This is an optimization exercise on Yosys and OpenROAD, whose aim is small area, a short achievable clock period and few clock cycles per item, not a production implementation. No functional check of the RTL was part of any run shown here.

==> flow/design.v (outline; a module is shown in full before it is edited, if it fits) <==
// module skim_pixel: 1962 lines
// module fa: 10 lines
module skim_pixel (
    input  wire        clk,
    input  wire        rst,           
    input  wire        in_valid,
    output reg         in_ready,
    input  wire [13:0] in_code,       
    input  wire        in_ovr,        
    input  wire [15:0] in_tapm_ofs,   
    input  wire [15:0] in_tapm_gain,  
    input  wire [15:0] in_dark,       
    input  wire [15:0] in_gain,       
    input  wire        in_dead,       
    input  wire        in_bypass,     
    input  wire        in_last,       
    output reg         out_valid,
    input  wire        out_ready,
    output reg  [15:0] out_pix,
    output reg         out_sat,       
    output reg         out_dead,      
    output reg         out_nsat,      
    output reg         out_last
);
  // ...
==> flow/run.sh <==
#!/bin/bash
# synth_recipe.tcl (not shown) runs the flow's synth.tcl, then flattens the netlist and writes it again
# the make line also repeats each setting of config.mk as NAME=value (left out here)
make -C /OpenROAD-flow-scripts/flow DESIGN_CONFIG=/design/flow/config.mk WORK_HOME=/design/flow/orfs CLKGATE_MAP_FILE= SYNTH_SCRIPT=/design/flow/synth_recipe.tcl finish
==> flow/config.mk <==
export PLATFORM = sky130hd
export DESIGN_NAME = skim_pixel
export DESIGN_NICKNAME = skim_pixel
export VERILOG_FILES = /design/flow/design.v
export SDC_FILE = /design/flow/constraint.sdc
export NUM_CORES = 4
export LEC_CHECK = 0
export CAP_MARGIN = 20
export CORE_MARGIN = 2
export CORE_UTILIZATION = 40
export SLEW_MARGIN = 20
export SYNTH_HIERARCHICAL = 1
==> flow/constraint.sdc <==
create_clock -name core_clock -period 60.0 [get_ports {clk}]
set_input_delay 12.0000 -clock core_clock [delete_from_list [all_inputs] [get_ports {clk}]]
set_output_delay 12.0000 -clock core_clock [all_outputs]
set_load 0.01 [all_outputs]
==> summary.md, run 1 <==
| Metric | Value |
|---|---|
| All-layer global routing usage | 0.210 |
| Number of synthesized register bits | 184 |
| Post-cts gate resize count | 0 |
| Met3 Use GR | 0.0393 |
| Status | complete, no violations |
| Data arrival, critical path | 1.56 ns |
| Sequential cells | 184 |
| Core Rows | 93 |
| MaxCap Viol Count | 0 |
| Worst Reg-to-Reg Cells | 33 |
| RSZ-0062 raised after global routing | false |
| Reg2Reg Setup Slack | 49.50 ns |
| Fraction of registers with async set/reset | 0 |
| Synth Area in Simple Gates | 0.167 |
| Buf/Inv on CP | 1 |
| CP Launch Type | flip-flop |
| CP top delay family | buffers and inverters |
| Final std cells w/o fill | 3522 |
| Grt total ovfl | 0 |
| Fin crit share | 0.226 |
| Core Region | 64100 um^2 |
| Post-Syn Area | 25800 um^2 |
| # fillers | 6035 |
| Largest cell class | multi-input combinational cells |
| Dominant synthesized flop cell | edfxtp_1 |
| Multi-input logic area | 19100 um^2 |
| Post-synthesis mux area share | 0.00625 |
| Busiest grt layer | met2 |
| Post-Synthesis Mean Instance Area | 9.81 um^2 |
| Cell Chain, Critical Path | clkdlybuf4s50_1 |
==> run 2, diff against run 1 <==
--- a/flow/design.v
+++ b/flow/design.v
@@ -1769,16 +1769,17 @@
     wire k_566 = k_482 ^ k_542;
     wire [31:0] k_p = {k_566, k_565, k_564, k_563, k_562, k_561, k_560, k_559, k_558, k_557, k_556, k_555, k_554, k_553, k_552, k_551, k_550, k_549, k_548, k_547, k_546, k_545, k_544, k_543, {~k_433, ~k_431, ~k_429, ~k_427, ~k_425, ~k_423, ~k_421, ~k_pp0}};
     wire        k_hi  = k_p[31:30] != 2'b00;
     wire [15:0] k_v   = k_hi ? 16'hFFFF : k_p[29:14];
     wire        k_sat = p1_sat | k_hi;
     localparam DIV_STAGES = 4;
     localparam DIV_ITERS  = 16 / DIV_STAGES;
     localparam ST_ACC  = 2'd0;    
+    localparam ST_CAP  = 2'd1;    
     localparam ST_DIV  = 2'd2;    
     localparam ST_EMIT = 2'd3;    
     reg  [1:0]  st;
     reg  [4:0]  run_n;            
     reg  [4:0]  cnt;              
     reg         have_l;           
     reg         norr;             
     reg         first;            
@@ -1792,34 +1793,36 @@
     wire acc      = (st == ST_ACC) && !pend;
     wire take     = p1_v && acc && (p1_dead || run_n == 5'd0);
     wire take_g   = take && !p1_dead;
     wire take_end = take && p1_dead && p1_last;         
     wire det_r    = p1_v && acc && !p1_dead && (run_n != 5'd0);
     assign adv1 = !p1_v || take;
     wire [4:0]  d     = run_n + 5'd1;                  
     wire        pow2  = (run_n == 5'd1) || (run_n == 5'd3) || (run_n == 5'd7) || (run_n == 5'd15);
-    wire [16:0] delta = {1'b0, k_v} - {1'b0, out_pix};  
+    wire [16:0] delta = {1'b0, dq} - {1'b0, out_pix};  
     reg  [15:0] sh_q;
     reg  [4:0]  sh_r;
     always @(*) begin
         case (run_n)
             5'd1:    begin sh_q = delta[16:1];                   sh_r = {4'd0, delta[0]};   end
             5'd3:    begin sh_q = {{1{delta[16]}}, delta[16:2]}; sh_r = {3'd0, delta[1:0]}; end
             5'd7:    begin sh_q = {{2{delta[16]}}, delta[16:3]}; sh_r = {2'd0, delta[2:0]}; end
             default: begin sh_q = {{3{delta[16]}}, delta[16:4]}; sh_r = {1'b0, delta[3:0]}; end
         endcase
     end
+    wire [15:0] dv_in = (st == ST_CAP) ? delta[15:0] : dq;
+    wire [4:0]  dv_r0 = (st == ST_CAP) ? (delta[16] ? run_n : 5'd0) : dr;
     reg  [15:0] dv_q;
     reg  [4:0]  dv_r;
     reg  [5:0]  dv_t;
     integer k;
     always @(*) begin
-        dv_q = dq;
-        dv_r = dr;
+        dv_q = dv_in;
+        dv_r = dv_r0;
         for (k = 0; k < DIV_STAGES; k = k + 1) begin
             dv_t = {dv_r, dv_q[15]};
             if (dv_t >= {1'b0, d}) begin
                 dv_r = dv_t[4:0] - d;
                 dv_q = {dv_q[14:0], 1'b1};
             end else begin
                 dv_r = dv_t[4:0];
                 dv_q = {dv_q[14:0], 1'b0};
@@ -1848,19 +1851,21 @@
                 if (p1_dead) begin
                     run_n_nx = run_n + 5'd1;
                     if (p1_last)
                         st_nx = ST_EMIT;
                 end else if (!o_free) begin
                     pend_nx = 1'b1;
                 end
             end else if (det_r) begin
-                st_nx = (have_l && !pow2) ? ST_DIV : ST_EMIT;
+                st_nx = have_l ? ST_CAP : ST_EMIT;
             end
         end
+        ST_CAP:
+            st_nx = (pow2 || DIV_ITERS == 1) ? ST_EMIT : ST_DIV;
         ST_DIV:
             if (cnt == DIV_ITERS)
                 st_nx = ST_EMIT;
         default:
             if (o_free && em_done) begin
                 run_n_nx = 5'd0;
                 st_nx    = ST_ACC;
             end
@@ -1912,20 +1917,20 @@
             end else begin
                 out_pix  <= k_v;
                 out_sat  <= k_sat;
                 out_dead <= 1'b0;
                 out_nsat <= 1'b0;
                 out_last <= p1_last;
             end
         end
-        if (take_g || (det_r && !have_l))
-            dq <= k_v;
-        if (take_g || det_r)
+        if (take_g || det_r) begin
+            dq    <= k_v;
             f_sat <= k_sat;
+        end
         if (take_g)
             f_last <= p1_last;
         if (take_end) begin
             dq    <= 16'd0;
             dr    <= 5'd0;
             de    <= 5'd0;
             f_sat <= 1'b0;
         end
@@ -1933,24 +1938,25 @@
             norr  <= take_end;
             first <= 1'b1;
             cnt   <= 5'd1;
         end
         if (det_r && !have_l) begin
             dr <= 5'd0;
             de <= 5'd0;
         end
-        if (det_r && have_l) begin
+        if (st == ST_CAP) begin
             de <= {1'b0, d[4:1]};
             if (pow2) begin
                 dq <= sh_q;
                 dr <= sh_r;
             end else begin
-                dq <= delta[15:0];
-                dr <= delta[16] ? run_n : 5'd0;
+                dq  <= dv_q;
+                dr  <= dv_r;
+                cnt <= 5'd2;
             end
         end
         if (st == ST_DIV) begin
             dq  <= dv_q;
             dr  <= dv_r;
             cnt <= (cnt == DIV_ITERS) ? 5'd1 : cnt + 5'd1;
         end
         if (emit && o_free) begin
==> summary.md, run 2 <==
| Metric | Value |
|---|---|
| Status | complete, no violations |
| Worst-margin pin slew | 1.07 ns |
| # fillers | 6152 (+1.9%) |
| Buf/Inv on CP | 1 (unchanged) |
| Clock-pin slew on the worst setup and hold paths | 0.08 ns |
| Post-Synth XOR/XNOR Area | 0.0307 |
| Max incr delay on CP | 0.57 ns |
| Fmax | 74.0 MHz |
| Hold_sp | p0_gain[5] |
| Reg2Reg Setup Slack | 49.74 ns (+0.24 ns) |
| DR vias | 19200 |
| Cells after synthesis | 2652 |
| Commonest non-fill, non-tap cells in the layout | nand2_1, fa_1, inv_1 |
| CP Launch Type | flip-flop |
| DRC errors left | 0 |
| Placed cell area | 27800 um^2 |
| Yosys top cell area share | 0.343 |
| M1 GR Usage | 0.261 |
| Final hold violations | 0 |
| Worst hold path class | reg -> reg |
| First-pass GRT wire length | 111000 um |
| Distinct cells, synth | 86 |
| Worst path required time | 48.00 ns |
| Vias per cell | 5.44 |
| DR iter-0 viols | 1215 |
| Fin crit period | 13.52 ns |
| Reg2reg start | dq[1] |
| DR WL/cell | 19.4 um |
| Antenna Cells | 0 |
| EDFF count, synth | 163 |
| Antenna violations before repair | 0 |
| Compound-cell area share of the yosys netlist | 0.105 |
| Root Buffer | clkbuf_16 |
| Slowest-stage cell, CP | clkdlybuf4s50_1 |
| Yosys top cell by area | fa_1 |
| Post-Synth Adder-Cell Area | 0.429 |
| Post-cts gate resize count | 0 (unchanged) |
| Hold Crit Depth | 0 |
| Die Wd | 259 um |
| Worst-skew pair later-pin latency | 0.51 ns |
| Clk sink count | 184 |
| Synth Area in Simple Gates | 0.160 (-0.00683) |
| CTS tree | yes |
| Pre-CTS WS | 46.11 ns |
| Post-synthesis to final-layout area growth | 9.24% |
| CP startpoint | out_pix[1] |
| Final setup violation count | 0 |
| FF-to-FF End | dr[1] |
| Longest Clk Path Bufs | 2 |
| Dominant synthesized flop cell | edfxtp_1 |
| Synth Warn # | 7 |
| Grt total ovfl | 0 (unchanged) |
| MaxCap Viol Count | 0 (unchanged) |
| Number of synthesized register bits | 184 (unchanged) |
| CP Max Fanout | 4 |
| Design area | 28300 um^2 |
| Met3 Use GR | 0.0335 (-0.00571) |
| GPL Wtd Cong | 0.934 |
| Initial Util | 0.404 |
| Cell Chain, Critical Path | clkdlybuf4s50_1 |
| Setup CP Type | reg -> out |
| Data arrival, critical path | 1.52 ns (-0.04 ns) |
| CTS H-tree depth | 4 |
| Drt first pass iters | 7 |
| Setup Skew | 0.0240 ns |
| Final setup TNS | 0 ns |
| Largest net degree at the start of global routing | 62 |
| Slew Limit Fails | 0 |
| Hold Crit Endpoint | p1_gain[5] |
| Busiest grt layer | met2 |
| Post-Synthesis Mean Instance Area | 9.78 um^2 (-0.28%) |
| Die area | 66900 um^2 |
| Worst Setup Slack, final | 46.48 ns |
| Largest family of logic cells by synthesized area | adder cells |
| Synth Net Count | 3360 |
| Final net count | 3377 |
| Antenna viol nets, final | 0 |
| Crit path capture type | output pin |
| CP top delay family | buffers and inverters |
| Synth area leaders | fa_1, edfxtp_1, ha_1, nand2_1, inv_1 |
| Worst Reg-to-Reg Cells | 39 (+18%) |
| Num CTS Buffers | 17 |
| Fraction of registers with async set/reset | 0 (unchanged) |
| All-layer global routing usage | 0.211 (+0.000723) |
| Seq/Total Area, Yosys | 0.205 |
| Top Ports | 108 |
| GRT met2 Usage | 0.374 |
| # port buffers | 107 |
| Hpwl dp | 53100 um |
| Post-Syn Area | 25900 um^2 (+0.48%) |
| Routed wire length | 68800 um |
| Die height | 259 um |
| Slew HR | 0.286 |
| Commonest non-fill, non-tap cell in the layout | nand2_1 |
| Most frequent cells after synthesis | nand2_1, fa_1, inv_1 |
| Most numerous cell in the Yosys netlist | nand2_1 |
| Vias in the first global route | 20900 |
| Post-synthesis mux area share | 0.0130 (+0.00677) |
| Fin crit share | 0.225 (-0.000692) |
| RSZ-0062 raised after global routing | false |
| Fraction of layout cells with a size suffix above 1 | 0.0392 |
| Post-CTS Setup Inserts | 0 |
| Core Region | 64200 um^2 (+0.18%) |
| Core Rows | 93 (unchanged) |
| Hold Buf Count CTS | 0 |
-- run 2: cell types whose count changed in the layout (fill, tap and decap cells not counted), sizes merged, moves of 8 or more --
cell / previous run / this run
nand3: 38 / 20
a31oi: 15 / 29
xnor2: 48 / 62
nand2: 561 / 541
a22oi: 15 / 6
o22ai: 25 / 16
xor2: 43 / 29
a221o: 2 / 10
mux2i: 6 / 21
nor2: 95 / 128
o21ai: 65 / 73
a21o: 47 / 36
a21oi: 98 / 112
-- run 2: stage by stage --
stage	hold WS [ns]	instances	utilization
finish	0.422	3536	0.441
global route	0.439	3536	0.441
CTS	0.424	3536	0.441
detailed placement	0.405	3505	0.432
global placement	0.404	3505	0.432
floorplan	0.400	2652	-
-- run 2: how the worst max path moves through the flow --
| stage | to | slack [ns] | cells past startpoint |
|---|---|---|---|
| finish | out_pix[1] | 46.48 | 1 |
| global route | out_pix[1] | 46.39 | 1 |
| global placement | cnt[4] | 46.15 | 7 |
| CTS | out_pix[1] | 46.41 | 1 |
| detailed placement | cnt[4] | 46.11 | 7 |
| floorplan | out_nsat | 46.43 | 3 |
-- run 2: routing by layer --
| layer | vias to the layer above | part of all wire |
|---|---|---|
| li1 | 8762 | - |
| met1 | 9742 | 0.42 |
| met2 | 611 | 0.51 |
| met3 | 119 | 0.052 |
| met4 | 0 | 0.025 |
| met5 | - | 0 |
-- run 2: per-module statistics from Yosys, one instance, submodules excluded --
module      times used  cells inside  flip-flops and latches
skim_pixel           1          2236                     184
fa                 416             1                       0
-- run 2: kinds of logic after synthesis --
kind of cell             count (synthesis)
flip-flops                             184
AND/OR/NAND/NOR                        933
XOR/XNOR                                91
buffers and inverters                  386
multiplexers                            32
AO/OA/AOI/OAI                          404
adder cells (fa/ha/maj)                622
-- run 2: layout make-up --
class,count,area [um^2],share of cell area
flip-flops and latches,184,5320,0.188
repair buffers,130,1240,0.0437
multi-input cells,2082,19200,0.677
clock inverters,14,139,0.00490
well taps,855,1070,0.0378
clock buffers,17,425,0.0150
inverters,254,956,0.0337

[re-timing with driven ports]
How much do the figures lean on ideal ports? The routed layouts below were timed once more, with nothing changed but the port constraints.
Step 1 sets driving cells, clkbuf_16 on the clock port and buf_2 on the other inputs (assumed; they add their load-dependent delay and slew).
Step 2 times the ports against the registers' clock, not the clock port: input delays grow and output delays shrink by t, the midpoint of the rising clock arrivals with the driver on.
a / b / c = ideal / step 1 / step 2; a / b = the first two.
run	shift t [ns]	setup WS [ns]	hold WS [ns]
run 1	0.556	46.442 / 46.387 / 46.392	0.427 / 0.427 / 0.427
run 2	0.558	46.483 / 46.428 / 46.076	0.422 / 0.422 / 0.422
After both steps every run listed still meets setup and hold. The setup slack of run 2, which loses most, moves by -0.055 ns with the drivers and by -0.407 ns with both steps.
